This design comes from an exercise in tuning for small area and a short achievable clock period on the open sky130 flow, not from production work. In this exercise RTL edits were held to simulation tests only and were not proved equivalent to the original. No run shown here takes its clock network from TritonCTS; it comes from the design's own scripts or RTL. The clock port is modelled as an ideal driver, which makes a skipped or thinned clock tree look cheaper than it is; a real chip needs a root buffer or a tree.

==> flow/design.v (outline; a module is shown in full before it is edited, if it fits) <==
// module chk_unit: 3086 lines
// module chk_a21o: 3 lines
// module chk_a222oi: 3 lines
// module chk_inv: 3 lines
// module chk_nand2: 3 lines
// module chk_nand3: 3 lines
// module chk_nor2: 3 lines
// module chk_oai21: 3 lines
// module chk_oai22: 3 lines
// module chk_xnor2: 3 lines
// module chk_xor2: 3 lines
// module chk_pdec: 14 lines
module chk_unit (
    input  wire        clk,
    input  wire        rst,
    input  wire        in_valid,
    input  wire        in_first,
    input  wire        in_last,
    input  wire [2:0]  in_code,
    input  wire [63:0] in_data,
    input  wire [3:0]  in_nbytes,
    input  wire [2:0]  in_tail,
    output wire        out_valid,
    output wire [31:0] out_value
);
  // ...
==> flow/flow/run.sh <==
#!/bin/bash
# Standard synthesis and placement (port buffers of buf_1 cells), then
# flow/cts.tcl: a two-level clock tree, buf_2 output port buffers and
# dfxtp_2 for the flip-flops behind them; then the standard routing and finish.
set -euo pipefail
export BUFFER_PORTS_ARGS="-buffer_cell sky130_fd_sc_hd__buf_1"
bash standard.sh synth > synth.log 2>&1
bash standard.sh place > place.log 2>&1
RES=$PWD/orfs/results/sky130hd/chk_unit/base
RES=$RES CTS_CELL=sky130_fd_sc_hd__clkbuf_8 CTS_NBUF=4 CTS_SUB=3 CTS_SUB_CELL=sky130_fd_sc_hd__clkbuf_8 OUT_BUF_CELL=sky130_fd_sc_hd__buf_2 OUT_FF_CELL=sky130_fd_sc_hd__dfxtp_2 FANOUT_FF_CELL=sky130_fd_sc_hd__dfxtp_4 FANOUT_FF_MIN=12 IN_BUF_CELL=sky130_fd_sc_hd__buf_2 IN_BUF_MIN=3 openroad -no_init -exit flow/cts.tcl > cts.log 2>&1
cp $RES/4_1_cts.odb $RES/4_cts.odb
bash standard.sh > layout.log 2>&1
==> flow/flow/cts.tcl <==
# Clock tree: the clock port drives a few clkbuf_16, each driving one cluster
# of flip-flops (k-means on their placed positions); then legalize.
set res $::env(RES)
set plat $::env(FLOW_HOME)/platforms/sky130hd
read_lef $plat/lef/sky130_fd_sc_hd.tlef
read_lef $plat/lef/sky130_fd_sc_hd_merged.lef
read_liberty $plat/lib/sky130_fd_sc_hd__tt_025C_1v80.lib
read_db $res/3_place.odb
read_sdc $res/3_place.sdc
source $plat/setRC.tcl
set nclu $::env(CTS_NBUF)
set block [ord::get_db_block]
set db [ord::get_db]
set clk [$block findNet clk]
set sinks {}
foreach it [$clk getITerms] { lappend sinks $it }
set n [llength $sinks]
puts "clock sinks: $n, clusters: $nclu"
# balanced k-means on points (xs, ys): returns list of cluster ids
proc kmeans {xs ys nclu} {
  set n [llength $xs]
  set order [lsort -real -indices $xs]
  set cx {}; set cy {}
  for {set k 0} {$k < $nclu} {incr k} {
    set i [lindex $order [expr {int(($k+0.5)*$n/$nclu)}]]
    lappend cx [lindex $xs $i]; lappend cy [lindex $ys $i]
  }
  set cap [expr {int(ceil(double($n)/$nclu))+2}]
  set asg [lrepeat $n 0]
  for {set iter 0} {$iter < 50} {incr iter} {
    set pairs {}
    for {set i 0} {$i < $n} {incr i} {
      for {set k 0} {$k < $nclu} {incr k} {
        set d [expr {abs([lindex $xs $i]-[lindex $cx $k]) + abs([lindex $ys $i]-[lindex $cy $k])}]
        lappend pairs [list $d $i $k]
      }
    }
    set pairs [lsort -real -index 0 $pairs]
    set asg [lrepeat $n -1]; set cnt [lrepeat $nclu 0]
    foreach p $pairs {
      lassign $p d i k
      if {[lindex $asg $i] >= 0} continue
      if {[lindex $cnt $k] >= $cap} continue
      lset asg $i $k; lset cnt $k [expr {[lindex $cnt $k]+1}]
    }
    set sx [lrepeat $nclu 0.0]; set sy [lrepeat $nclu 0.0]
    for {set i 0} {$i < $n} {incr i} {
      set k [lindex $asg $i]
      lset sx $k [expr {[lindex $sx $k]+[lindex $xs $i]}]
      lset sy $k [expr {[lindex $sy $k]+[lindex $ys $i]}]
    }
    for {set k 0} {$k < $nclu} {incr k} {
      if {[lindex $cnt $k] > 0} {
        lset cx $k [expr {[lindex $sx $k]/[lindex $cnt $k]}]
        lset cy $k [expr {[lindex $sy $k]/[lindex $cnt $k]}]
      }
    }
  }
  return [list $asg $cx $cy]
}
set xs {}; set ys {}
foreach it $sinks {
  set b [[$it getInst] getBBox]
  lappend xs [expr {([$b xMin]+[$b xMax])/2.0}]
  lappend ys [expr {([$b yMin]+[$b yMax])/2.0}]
}
lassign [kmeans $xs $ys $nclu] asg cx cy
set master [$db findMaster $::env(CTS_CELL)]
set w [$master getWidth]; set h [$master getHeight]
set nsub [expr {[info exists ::env(CTS_SUB)] ? $::env(CTS_SUB) : 1}]
proc mkbuf {name x y in {mname ""}} {
  global block master w h db
  set m $master
  if {$mname ne ""} { set m [$db findMaster $mname] }
  set w [$m getWidth]; set h [$m getHeight]
  set inst [odb::dbInst_create $block $m $name]
  $inst setLocation [expr {int($x - $w/2)}] [expr {int($y - $h/2)}]
  $inst setPlacementStatus PLACED
  set net [odb::dbNet_create $block "${name}_net"]
  $net setSigType CLOCK
  [$inst findITerm A] connect $in
  [$inst findITerm X] connect $net
  return $net
}
for {set k 0} {$k < $nclu} {incr k} {
  set idx {}
  for {set i 0} {$i < $n} {incr i} { if {[lindex $asg $i] == $k} { lappend idx $i } }
  if {$nsub <= 1} {
    set net [mkbuf "cts_buf_$k" [lindex $cx $k] [lindex $cy $k] $clk]
    foreach i $idx { set it [lindex $sinks $i]; $it disconnect; $it connect $net }
  } else {
    set sx {}; set sy {}
    foreach i $idx { lappend sx [lindex $xs $i]; lappend sy [lindex $ys $i] }
    lassign [kmeans $sx $sy $nsub] sasg scx scy
    # first-level buffer at the middle of its sub-cluster buffers
    set mx 0.0; set my 0.0
    for {set m 0} {$m < $nsub} {incr m} { set mx [expr {$mx+[lindex $scx $m]/$nsub}]; set my [expr {$my+[lindex $scy $m]/$nsub}] }
    set top [mkbuf "cts_buf_$k" $mx $my $clk]
    for {set m 0} {$m < $nsub} {incr m} {
      set net [mkbuf "cts_buf_${k}_$m" [lindex $scx $m] [lindex $scy $m] $top $::env(CTS_SUB_CELL)]
      for {set j 0} {$j < [llength $idx]} {incr j} {
        if {[lindex $sasg $j] == $m} { set it [lindex $sinks [lindex $idx $j]]; $it disconnect; $it connect $net }
      }
    }
  }
}
# optional: other cells for the output port buffers and for the flip-flops
# that drive them
foreach port [get_ports out_*] {
  set net [$block findNet [get_full_name $port]]
  foreach it [$net getITerms] {
    if {![$it isOutputSignal]} continue
    set buf [$it getInst]
    if {[info exists ::env(OUT_BUF_CELL)] && $::env(OUT_BUF_CELL) ne ""} {
      replace_cell [$buf getName] $::env(OUT_BUF_CELL)
    }
    set in [[$buf findITerm A] getNet]
    foreach it2 [$in getITerms] {
      if {![$it2 isOutputSignal]} continue
      set drv [$it2 getInst]
      if {[info exists ::env(OUT_FF_CELL)] && $::env(OUT_FF_CELL) ne ""
          && [string match "sky130_fd_sc_hd__dfxtp_*" [[$drv getMaster] getName]]} {
        replace_cell [$drv getName] $::env(OUT_FF_CELL)
      }
    }
  }
}
# optional: stronger flip-flops where one drives many loads, and stronger
# input port buffers where one drives several loads
if {[info exists ::env(FANOUT_FF_CELL)] && $::env(FANOUT_FF_CELL) ne ""} {
  foreach inst [$block getInsts] {
    if {![string match "sky130_fd_sc_hd__dfxtp_*" [[$inst getMaster] getName]]} continue
    set q [$inst findITerm Q]
    set net [$q getNet]
    if {$net eq "NULL"} continue
    if {[llength [$net getITerms]] - 1 >= $::env(FANOUT_FF_MIN)} { replace_cell [$inst getName] $::env(FANOUT_FF_CELL) }
  }
}
if {[info exists ::env(IN_BUF_CELL)] && $::env(IN_BUF_CELL) ne ""} {
  foreach port [get_ports in_*] {
    set net [$block findNet [get_full_name $port]]
    foreach it [$net getITerms] {
      set buf [$it getInst]
      set out [[$buf findITerm X] getNet]
      if {[llength [$out getITerms]] - 1 >= $::env(IN_BUF_MIN)} { replace_cell [$buf getName] $::env(IN_BUF_CELL) }
    }
  }
}
detailed_placement
check_placement -verbose
set_propagated_clock [all_clocks]
estimate_parasitics -placement
report_clock_skew
set mx 0
foreach p [all_registers -clock_pins] { set v [get_property $p slew_max]; if {$v > $mx} { set mx $v } }
puts "max clock pin slew (placement estimate): $mx"
report_check_types -max_slew -violators
report_checks -path_delay max -digits 3
write_db $res/4_1_cts.odb
write_sdc $res/4_cts.sdc
==> flow/standard.sh <==
#!/bin/bash
# synth_recipe.tcl (not shown) runs the flow's synth.tcl, then flattens the netlist and writes it again
# the make line also repeats each setting of config.mk as NAME=value (left out here)
make -C /OpenROAD-flow-scripts/flow DESIGN_CONFIG=/design/flow/config.mk WORK_HOME=/design/flow/orfs CLKGATE_MAP_FILE= SYNTH_SCRIPT=/design/flow/synth_recipe.tcl "${@:-finish}"
==> flow/config.mk <==
export PLATFORM = sky130hd
export DESIGN_NAME = chk_unit
export DESIGN_NICKNAME = chk_unit
export VERILOG_FILES = /design/flow/design.v
export SDC_FILE = /design/flow/constraint.sdc
export NUM_CORES = 8
export LEC_CHECK = 0
export CAP_MARGIN = 20
export CORE_MARGIN = 4
export CORE_UTILIZATION = 72
export GPL_TIMING_DRIVEN = 0
export SLEW_MARGIN = 20
export SYNTH_HIERARCHICAL = 1
==> flow/constraint.sdc <==
create_clock -name core_clock -period 40.0 [get_ports {clk}]
set_input_delay 8.0000 -clock core_clock [delete_from_list [all_inputs] [get_ports {clk}]]
set_output_delay 8.0000 -clock core_clock [all_outputs]
set_load 0.01 [all_outputs]
==> out/summary.txt, run 1 <==
Status = timing/DRC/antenna clean
Crit Path Class = reg -> out
Largest net degree at the start of global routing = 65
Via-to-Cell Ratio = 7.526
Die H = 147.6 um
FILL cells = 1299
Placed wire-length estimate = 46360 um
Layout cells sized above 1 = 8.131%
Post-synthesis register bit count = 130
Synth Area per Inst = 8.216 sq um
RR Endpoint = s_q[6]
Fin cells = 2120
FF/Latch Area = 2735 sq um
CP max stage delay = 370 ps
Seq cells = 130
Initial Util = 74.03%
Metal3 WL = 11120 um
RSZ-0062 raised after global routing = no
Worst Hold Depth = 1
Placed cells = 2101
Final setup TNS = 0 ps
Synth top area cells = xor2_1 (42%), dfxtp_1 (18%), o22ai_1 (18%)
Critical path destination = out_value[14]
Fin crit share = 22.03%
Setup Viol. Count Final = 0
Hold Crit Class = reg -> reg
First-pass GRT wire length = 87680 um
Multi-input logic area = 11240 sq um
GRT overflow = 0
Drt initial violations = 4047
Worst-Margin Slew = 1279 ps
Post-Place Worst Slack = 31060 ps
Cell Chain, Critical Path = buf_2
==> run 2: changes to the inputs <==
--- a/flow/flow/run.sh
+++ b/flow/flow/run.sh
@@ -9,3 +9,3 @@
 RES=$PWD/orfs/results/sky130hd/chk_unit/base
-RES=$RES CTS_CELL=sky130_fd_sc_hd__clkbuf_8 CTS_NBUF=4 CTS_SUB=3 CTS_SUB_CELL=sky130_fd_sc_hd__clkbuf_8 OUT_BUF_CELL=sky130_fd_sc_hd__buf_2 OUT_FF_CELL=sky130_fd_sc_hd__dfxtp_2 FANOUT_FF_CELL=sky130_fd_sc_hd__dfxtp_4 FANOUT_FF_MIN=12 IN_BUF_CELL=sky130_fd_sc_hd__buf_2 IN_BUF_MIN=3 openroad -no_init -exit flow/cts.tcl > cts.log 2>&1
+RES=$RES CTS_CELL=sky130_fd_sc_hd__clkbuf_16 CTS_NBUF=4 CTS_SUB=3 CTS_SUB_CELL=sky130_fd_sc_hd__clkbuf_8 OUT_BUF_CELL=sky130_fd_sc_hd__buf_2 OUT_FF_CELL=sky130_fd_sc_hd__dfxtp_2 FANOUT_FF_CELL=sky130_fd_sc_hd__dfxtp_4 FANOUT_FF_MIN=12 IN_BUF_CELL=sky130_fd_sc_hd__buf_2 IN_BUF_MIN=3 openroad -no_init -exit flow/cts.tcl > cts.log 2>&1
 cp $RES/4_1_cts.odb $RES/4_cts.odb
--- a/flow/config.mk
+++ b/flow/config.mk
@@ -9,3 +9,3 @@
 export CORE_MARGIN = 4
-export CORE_UTILIZATION = 72
+export CORE_UTILIZATION = 66
 export GPL_TIMING_DRIVEN = 0
==> out/summary.txt, run 2 <==
Crit Path Class = reg -> out (unchanged)
Biggest register = d_r (unchanged)
Largest net degree at the start of global routing = 65 (unchanged)
Global Route Usage Sum = 49.27% (was 52.78%)
Detailed-route via count = 15540 (was 15960)
GP Congestion = 1.200 (was 1.269)
Ports = 112 (unchanged)
Final setup TNS = 0 ps (unchanged)
Placed wire-length estimate = 47840 um (was 46360 um)
Worst-Margin Slew = 1213 ps (was 1279 ps)
FF/Latch Area = 2735 sq um (unchanged)
Core ar. = 20960 sq um (was 18960 sq um)
Vias in the first global route = 14310 (was 14820)
Worst-Skew Late Latency = 290 ps (was 300 ps)
NumNets Final = 1940 (unchanged)
Drt initial violations = 3082 (was 4047)
Sequential area share after synthesis = 18.90% (unchanged)
Setup Viol. Count Final = 0 (unchanged)
CP max stage delay = 360 ps (was 370 ps)
Top flop regs = d_r x64, s_q x32, hn_r x7 (unchanged)
M2 GR Usage = 72.03% (was 74.63%)
Critical path buffers and inverters = 1 (unchanged)
CTS clk-pin slew, worst paths = 90 ps (about the same)
Worst r2r src = refln_q (was refl_q)
Worst slew margin = 18.86% (was 14.47%)
Die width = 153.8 um (was 147.6 um)
Synth area leader = xor2_1 (unchanged)
GRT overflow = 0 (unchanged)
Worst-path fanout max = 2 (unchanged)
Min Clock Period, post-route = 8783 ps (was 8813 ps)
Layer with the highest usage = met2 (unchanged)
Final Hold Vio Count = 0 (unchanged)
Netlist cell types = 32 (unchanged)
Synth top area cells = xor2_1 (42%), dfxtp_1 (18%), o22ai_1 (18%) (unchanged)
Min Hold Slack = 612.3 ps (was 678.7 ps)
Pins Over Slew Limit = 0 (unchanged)
Routed WL = 61970 um (was 61140 um)
WHS Endpoint = ov_q (unchanged)
Reg2Reg Depth = 23 (was 22)
Fin crit share = 21.96% (was 22.03%)
Die Area = 23660 sq um (was 21790 sq um)
Crit end category = output port (unchanged)
Critical Path Source = s_q[9] (was s_q[14])
RSZ-0062 raised after global routing = no (unchanged)
Most frequent cells after synthesis = xor2_1 (680), o22ai_1 (393), dfxtp_1 (125), nand2_1 (91), xnor2_1 (81) (unchanged)
Post-synthesis register bit count = 130 (unchanged)
Max-Cap Viols = 0 (unchanged)
Port-buffer cells = 110 (unchanged)
Layout cells sized above 1 = 8.508% (was 8.131%)
Critical-path top delay cell = dfxtp_2 (unchanged)
Mapped Cells = 1708 (unchanged)
Area grow syn2layout = 11.42% (was 10.99%)
Number of synthesized flops with an enable pin = 5 (unchanged)
Via-to-Cell Ratio = 7.286 (was 7.526)
Detail Route Antenna Nets = 0 (unchanged)
Yosys top cell area share = 42.44% (unchanged)
Post-Synthesis Cell Area = 14030 sq um (unchanged)
Syn. warnings = 8 (unchanged)
Met3 track demand over resource = 21.14% (was 27.53%)
FF-to-FF setup slack = 31670 ps (was 31260 ps)
Global routing met1 resource utilization = 59.31% (was 60.11%)
RR Endpoint = s_q[0] (was s_q[6])
Multi-input logic area = 11270 sq um (was 11240 sq um)
Delay-heaviest family, CP = flip-flops (unchanged)
Hold Crit Class = reg -> reg (unchanged)
First-pass DRT Iterations = 15 (was 22)
Max reg flops = 64 (unchanged)
Worst Hold Depth = 1 (unchanged)
Synth Area per Inst = 8.216 sq um (unchanged)
Fmax = 113.9 MHz (was 113.5 MHz)
Clk_skew = 25.57 ps (was 27.45 ps)
DRC Markers = 0 (unchanged)
Initial Util = 66.97% (was 74.03%)
Most frequent cells in the layout = xor2_1 (676), o22ai_1 (385), nand2_1 (91) (was xor2_1 (678), o22ai_1 (387), nand2_1 (91))
Min-delay src = last_r (unchanged)
Commonest non-fill, non-tap cell in the layout = xor2_1 (unchanged)
Worst EP required = 32000 ps (about the same)
Critical Path AT = 780 ps (was 810 ps)
Startpoint types = flop (unchanged)
Count leader, synth = xor2_1 (unchanged)
Status = timing/DRC/antenna clean (unchanged)
Site Rows = 53 (was 50)
FILL cells = 1659 (was 1299)
Die H = 153.8 um (was 147.6 um)
First-pass GRT wire length = 89090 um (was 87680 um)
Post-synth ARST share = 0% (unchanged)
Initial antenna violation count = 0 (was 3)
Cell Chain, Critical Path = buf_2 (unchanged)
Synth Flop Type = dfxtp_1 (unchanged)
Wire per inst = 29.05 um (was 28.84 um)
-- run 2: cell counts after synthesis --
No cell type changed its count.
-- run 2: cell families after synthesis --
logic type / Yosys count / synth area share [%]
XOR/XNOR: 761 / 47.49
AO/OA/AOI/OAI: 552 / 25.54
AND/OR/NAND/NOR: 196 / 6.081
flip-flops: 130 / 18.90
buffers and inverters: 66 / 1.774
adder cells (fa/ha/maj): 2 / 0.1783
other: 1 / 0.02672
-- run 2: metrics by stage --
| stage | setup slack, ps | util [%] | cells | area [sq um] |
|---|---|---|---|---|
| 3_5_place_dp | 31110 | 72.64 | 2116 | 15220 |
| 6_report | 31220 | 74.62 | 2133 | 15640 |
| 3_3_place_gp | 30330 | 70.69 | 2099 | 14810 |
| 2_1_floorplan | 31380 | - | 1714 | 14060 |
| 5_1_grt | 31200 | 74.61 | 2132 | 15630 |
-- run 2: how the worst max path moves through the flow --
stage	end	cells after the start
2_1_floorplan	hn_r[4]	2
3_3_place_gp	s_q[1]	20
3_5_place_dp	g1n_r[2]	4
5_1_grt	out_value[9]	1
6_report	out_value[9]	1
-- run 2: final cells by class --
cell class                 instances  share of cell area [%]
inverter                          65                   1.560
antenna                            1                 0.01600
multi-input combinational       1518                   72.11
tap                              275                   2.201
sequential                       130                   17.49
buffer                            17                   1.728
timing repair buffer             127                   4.897
-- run 2: per-layer routing --
layer  routed length, um  share of wire (%)
met5                   0                  0
met4                5849                9.4
met3               10600                 17
met2               24630                 40
met1               20890                 34
-- run 2: modules after synthesis, one instance, submodules excluded, a selection --
module,cells,flip-flops and latches
chk_a222oi,1,0
chk_nand3,1,0
chk_inv,1,0
chk_oai21,1,0
chk_oai22,1,0
chk_xnor2,1,0
chk_nand2,1,0
chk_unit,218,130

==> static timing again, ports no longer ideal <==
How much do the figures lean on ideal ports? The routed layouts below were timed once more, with nothing changed but the port constraints.
Step 1 (the two cells are an assumption about what drives the block):
set clk [get_ports {clk}]
set_driving_cell -lib_cell sky130_fd_sc_hd__clkbuf_16 $clk
set_driving_cell -lib_cell sky130_fd_sc_hd__buf_2 [delete_from_list [all_inputs] $clk]
Step 2, shift: input delay + t, output delay - t, t = (earliest + latest rising clock arrival at the registers) / 2. This alone moves slack from input paths to output paths.
a / b / c = ideal ports / drivers / drivers and shift; a / b = the first two.
run	t, ns	setup slack, ns	hold WS [ns]	clock arrival spread, ns
run 1	0.371	31.187 / 31.101 / 31.132	0.679 / 0.679 / 0.679	0.028 / 0.027
run 2	0.385	31.217 / 31.106 / 31.163	0.612 / 0.612 / 0.612	0.025 / 0.025
After both steps every run listed still meets setup and hold. For run 1, which loses most, drivers alone change the setup slack by -0.086 ns; drivers and shift together by -0.055 ns.
